Background: an optimization exercise with open tools, aiming at small area and a short achievable clock period. Do not read the settings as production practice. In this exercise RTL edits were held to simulation tests only and were not proved equivalent to the original. Power figures rest on the tool's default switching activity, not on a simulated workload.

== P ==
==> flow/design.v (excerpt) <==
module lane_symbol_path (
    input  wire        clk,
    input  wire        rst,            
    input  wire        rx_valid,       
    input  wire [19:0] rx_bits,
    input  wire        cdr_lock,       
    input  wire        comma_align,    
    input  wire        bitslip,        
    input  wire        decode_check,   
    output reg         tx_valid,       
    output reg  [19:0] tx_bits,        
    output reg  [1:0]  code_err,       
    output reg  [1:0]  disp_err,       
    output reg         sym_lock,       
    output reg  [3:0]  word_phase      
);
    function [3:0] group_info(input [9:0] c);
        reg a, b, cc, d, e, i, f, g, h, j;
        reg [3:0] na, nd, nf;       
        reg [6:0] q6;               
        reg [4:0] q4;               
        reg k28n, k28p, kx7n, kx7p;
        reg xm, xp, ym, yp, bm, bp, pm, am, pp, ap;
        reg vn, vp, hi, n5;
        begin
            {j, h, g, f, i, e, d, cc, b, a} = c;
            na[0] = !a & !b & !cc;
            na[1] = (a & !b & !cc) | (!a & b & !cc) | (!a & !b & cc);
            na[2] = (a & b & !cc) | (a & !b & cc) | (!a & b & cc);
            na[3] = a & b & cc;
            nd[0] = !d & !e & !i;
            nd[1] = (d & !e & !i) | (!d & e & !i) | (!d & !e & i);
            nd[2] = (d & e & !i) | (d & !e & i) | (!d & e & i);
            nd[3] = d & e & i;
            nf[0] = !f & !g & !h;
            nf[1] = (f & !g & !h) | (!f & g & !h) | (!f & !g & h);
            nf[2] = (f & g & !h) | (f & !g & h) | (!f & g & h);
            nf[3] = f & g & h;
            q6[0] = na[0] & nd[0];
            q6[1] = (na[1] & nd[0]) | (na[0] & nd[1]);
            q6[2] = (na[2] & nd[0]) | (na[1] & nd[1]) | (na[0] & nd[2]);
            q6[3] = (na[3] & nd[0]) | (na[2] & nd[1]) | (na[1] & nd[2]) | (na[0] & nd[3]);
            q6[4] = (na[3] & nd[1]) | (na[2] & nd[2]) | (na[1] & nd[3]);
  ...
Size in the first run: roughly 770 cells after synthesis, ~60 flip-flops, roughly 57 I/O pins, about 5200 um2 of cells after synthesis.
Settings: LEC_CHECK=0, CAP_MARGIN=20, CORE_MARGIN=2, CORE_UTILIZATION=40, SLEW_MARGIN=60; clock period 34.0 ns.
standard.sh (not shown) runs the stock make flow with config.mk's settings and CLKGATE_MAP_FILE= SYNTH_SCRIPT=/design/flow/synth_recipe.tcl, a recipe that flattens the netlist after the stock synthesis.
==> flow/flow/run.sh <==
#!/bin/bash
# Layout flow: the standard ORFS flow (standard.sh, all steps), with
#  - an area-oriented ABC mapping script for the synthesis's logic mapping
#    (abc_area_map.script; the registers are mapped as in the standard
#    synthesis, before ABC),
#  - plain buffers (buf_2) instead of delay buffers on the ports,
#  - a smaller clock tree: clkbuf_8 buffers, no dummy loads.
# The clock period and constraints are the standard flow's (constraint.sdc, config.mk).
# Each tool's output is in orfs/logs/; make's own output in orfs_flow.log.
set -euo pipefail
W=$(pwd)
rm -rf "$W/scripts_local"
cp -r "$FLOW_HOME/scripts" "$W/scripts_local"
cp "$W/flow/abc_area_map.script" "$W/scripts_local/abc_speed.script"
export SCRIPTS_DIR="$W/scripts_local"
export BUFFER_PORTS_ARGS="-buffer_cell sky130_fd_sc_hd__buf_2"
export CTS_ARGS="-sink_clustering_enable -repair_clock_nets -buf_list sky130_fd_sc_hd__clkbuf_8 -root_buf sky130_fd_sc_hd__clkbuf_8 -dont_use_dummy_load -sink_clustering_size 20 -sink_clustering_max_diameter 100"
bash standard.sh > "$W/orfs_flow.log" 2>&1
==> flow/flow/abc_area_map.script <==
strash
dc2
dch -f
amap
topo
buffer -c
dnsize -c
### P -> Q
==> flow/flow/run.sh <==
#!/bin/bash
# Layout flow: the standard ORFS flow (standard.sh, all steps), with
#  - an area-oriented ABC mapping script for the synthesis's logic mapping
#    (abc_area_map.script; the registers are mapped as in the standard
#    synthesis, before ABC),
#  - plain buffers (buf_2) instead of delay buffers on the ports,
#  - a smaller clock tree: clkbuf_8 buffers, no dummy loads,
#  - a setup margin for the flow's repair_timing calls a little beyond the
#    slack the layout reaches without it, so that the repair upsizes the
#    weak drivers on the few paths that set the achieved period.
# The clock period and constraints are the standard flow's (constraint.sdc, config.mk).
# Each tool's output is in orfs/logs/; make's own output in orfs_flow.log.
set -euo pipefail
W=$(pwd)
rm -rf "$W/scripts_local"
cp -r "$FLOW_HOME/scripts" "$W/scripts_local"
cp "$W/flow/abc_area_map.script" "$W/scripts_local/abc_speed.script"
export SCRIPTS_DIR="$W/scripts_local"
export BUFFER_PORTS_ARGS="-buffer_cell sky130_fd_sc_hd__buf_2"
export CTS_ARGS="-sink_clustering_enable -repair_clock_nets -buf_list sky130_fd_sc_hd__clkbuf_8 -root_buf sky130_fd_sc_hd__clkbuf_8 -dont_use_dummy_load -sink_clustering_size 20 -sink_clustering_max_diameter 100"
export SETUP_SLACK_MARGIN=23.0
export TNS_END_PERCENT=0
bash standard.sh > "$W/orfs_flow.log" 2>&1
## What came out
- Layout filler cell count shrinks by a few percent when moving from P to Q.
- In Q the number of non-clock buffers in the layout turned out about 50% higher than in P.
- Number of antenna violations at the first check in global routing came out exactly the same in P and Q.
- The higher net count of the finished layout came out of Q.
- On maximum fanout along the worst path: between P and Q, it ends up lower for Q.
- Summary of Q over P: portion of the layout cell area used by non-clock buffers moved up, fraction of the core area covered by cells at the end of the flow moved up.
Input changes introduced in R (baseline for comparison: Q):
==> flow/flow/run.sh <==
#!/bin/bash
# Layout flow: the standard ORFS flow (standard.sh, all steps), with
#  - an area-oriented ABC mapping script for the synthesis's logic mapping
#    (abc_area_map.script; the registers are mapped as in the standard
#    synthesis, before ABC),
#  - plain buffers (buf_2) instead of delay buffers on the ports,
#  - a smaller clock tree: clkbuf_4 buffers, no dummy loads,
#  - a setup margin for the flow's repair_timing calls a little beyond the
#    slack the layout reaches without it, so that the repair upsizes the
#    weak drivers on the few paths that set the achieved period.
# The clock period and constraints are the standard flow's (constraint.sdc, config.mk).
# Each tool's output is in orfs/logs/; make's own output in orfs_flow.log.
set -euo pipefail
W=$(pwd)
rm -rf "$W/scripts_local"
cp -r "$FLOW_HOME/scripts" "$W/scripts_local"
cp "$W/flow/abc_area_map.script" "$W/scripts_local/abc_speed.script"
export SCRIPTS_DIR="$W/scripts_local"
export BUFFER_PORTS_ARGS="-buffer_cell sky130_fd_sc_hd__buf_2"
export CTS_ARGS="-sink_clustering_enable -repair_clock_nets -buf_list sky130_fd_sc_hd__clkbuf_4 -root_buf sky130_fd_sc_hd__clkbuf_4 -dont_use_dummy_load -sink_clustering_size 12 -sink_clustering_max_diameter 100"
export SETUP_SLACK_MARGIN=22.6
export TNS_END_PERCENT=0
bash standard.sh > "$W/orfs_flow.log" 2>&1
Findings:
- R: no failed stages, no open violations at the end
- Power density over the cells shrinks by a few percent when moving from Q to R.
- The higher count of cells along the worst register-to-register path came out of R.
- Between Q and R, the difference in clock-buffer cell count is negligible.
Edits applied to the flow inputs when going from R to S:
Settings: SLEW_MARGIN changed from 60 to 80.
==> flow/flow/run.sh <==
#!/bin/bash
# Layout flow: the standard ORFS flow (standard.sh, all steps), with
#  - an area-oriented ABC mapping script for the synthesis's logic mapping
#    (abc_area_map.script; the registers are mapped as in the standard
#    synthesis, before ABC),
#  - plain buffers (buf_2) instead of delay buffers on the ports,
#  - a smaller clock tree: clkbuf_8 buffers, no dummy loads.
# The clock period and constraints are the standard flow's (constraint.sdc, config.mk).
# Each tool's output is in orfs/logs/; make's own output in orfs_flow.log.
set -euo pipefail
W=$(pwd)
rm -rf "$W/scripts_local"
cp -r "$FLOW_HOME/scripts" "$W/scripts_local"
cp "$W/flow/abc_area_map.script" "$W/scripts_local/abc_speed.script"
export SCRIPTS_DIR="$W/scripts_local"
export BUFFER_PORTS_ARGS="-buffer_cell sky130_fd_sc_hd__buf_2"
export CTS_ARGS="-sink_clustering_enable -repair_clock_nets -buf_list sky130_fd_sc_hd__clkbuf_8 -root_buf sky130_fd_sc_hd__clkbuf_8 -dont_use_dummy_load -sink_clustering_size 20 -sink_clustering_max_diameter 100"
bash standard.sh > "$W/orfs_flow.log" 2>&1
==> results.txt <==
- S ended with every stage complete and zero timing, DRC or antenna violations.
- Between R and S, the difference in total number of multi-input combinational cells is negligible.
- Changes observed in S relative to R: register-to-register slack shows a reduction of 1.05 ns, overall global routing resource usage shows an increase of 1.1 points.
- S vs R — post-detailed-routing wire length climbed by a few percent
- Going from R to S, fraction of standard cell area in multi-input logic went up by 1.8 points, wire length of the first global-routing pass went up, final critical-path setup slack now smaller.
- Cmp R and S / initial DRC count / higher: R
- Taking R as the reference, in S placer's final routability congestion estimate held steady, number of vias in the routed layout grew by 114, number of top-level pins held steady.
Setup changes, S to T
Settings: changing SLEW_MARGIN from 80 to 20.
==> flow/flow/run.sh <==
#!/bin/bash
# Layout flow: the standard ORFS flow (standard.sh, all steps), with
#  - an area-oriented ABC mapping script for the synthesis's logic mapping
#    (abc_area_map.script; the registers are mapped as in the standard
#    synthesis, before ABC),
#  - plain buffers (buf_2) instead of delay buffers on the ports,
#  - a smaller clock tree: clkbuf_8 buffers, no dummy loads,
#  - a setup margin for the flow's repair_timing calls a little beyond the
#    slack the layout reaches without it, so that the repair upsizes the
#    weak drivers on the few paths that set the achieved period.
# The clock period and constraints are the standard flow's (constraint.sdc, config.mk).
# Each tool's output is in orfs/logs/; make's own output in orfs_flow.log.
set -euo pipefail
W=$(pwd)
rm -rf "$W/scripts_local"
cp -r "$FLOW_HOME/scripts" "$W/scripts_local"
cp "$W/flow/abc_area_map.script" "$W/scripts_local/abc_speed.script"
export SCRIPTS_DIR="$W/scripts_local"
export BUFFER_PORTS_ARGS="-buffer_cell sky130_fd_sc_hd__buf_2"
export CTS_ARGS="-sink_clustering_enable -repair_clock_nets -buf_list sky130_fd_sc_hd__clkbuf_8 -root_buf sky130_fd_sc_hd__clkbuf_8 -dont_use_dummy_load -sink_clustering_size 20 -sink_clustering_max_diameter 100"
export SETUP_SLACK_MARGIN=22.0
export TNS_END_PERCENT=0
bash standard.sh > "$W/orfs_flow.log" 2>&1
--- outcome ---
T has completed all stages; timing, DRC and antenna checks passed.
What S reported for buffer count excluding the clock tree in the final layout has to be multiplied by 0.50 to get the figure for T.
S has higher buffering overhead than T.
Required time at the worst-slack endpoint for T: 0.03 ns down relative to S
Summary of the comparison: overall routing resource usage is lower in T, relative to S.
As of T, wire length had fallen by a few percent compared to S.
When T is set beside S, its DRC marker count from the first detailed-route iteration turns out to be about 8% larger.
S → T: final standard cell utilization of the core went down by 9.1 points, worst hold slack dropped 0.0041 ns.

[afterwards: timing with drivers on the ports]
In the flow no input, the clock included, has a driving cell. The finished layouts below were timed again as built, in two steps. Step 1 sets driving cells, clkbuf_16 on the clock port and buf_2 on the other inputs (assumed; they add their load-dependent delay and slew). Step 2 also shifts input and output timing later by t, the mid clock arrival at the registers, as if the neighbouring blocks saw the same clock. Three values: no drivers, after step 1, after step 2; two values: the first two.
run | shift t [ns] | slack for setup (ns) | slew at the worst register clock pin (ns)
P | 0.381 | 22.418 / 22.383 / 22.099 | 0.06 / 0.06
Q | 0.381 | 23.072 / 23.037 / 22.900 | 0.06 / 0.06
R | 0.444 | 22.880 / 22.853 / 22.606 | 0.10 / 0.10
S | 0.373 | 21.651 / 21.665 / 21.291 | 0.07 / 0.07
T | 0.377 | 22.369 / 22.386 / 22.010 | 0.06 / 0.06
After both steps every run listed still meets setup and hold. For S, which loses most, drivers alone change the setup slack by +0.014 ns; drivers and shift together by -0.360 ns.
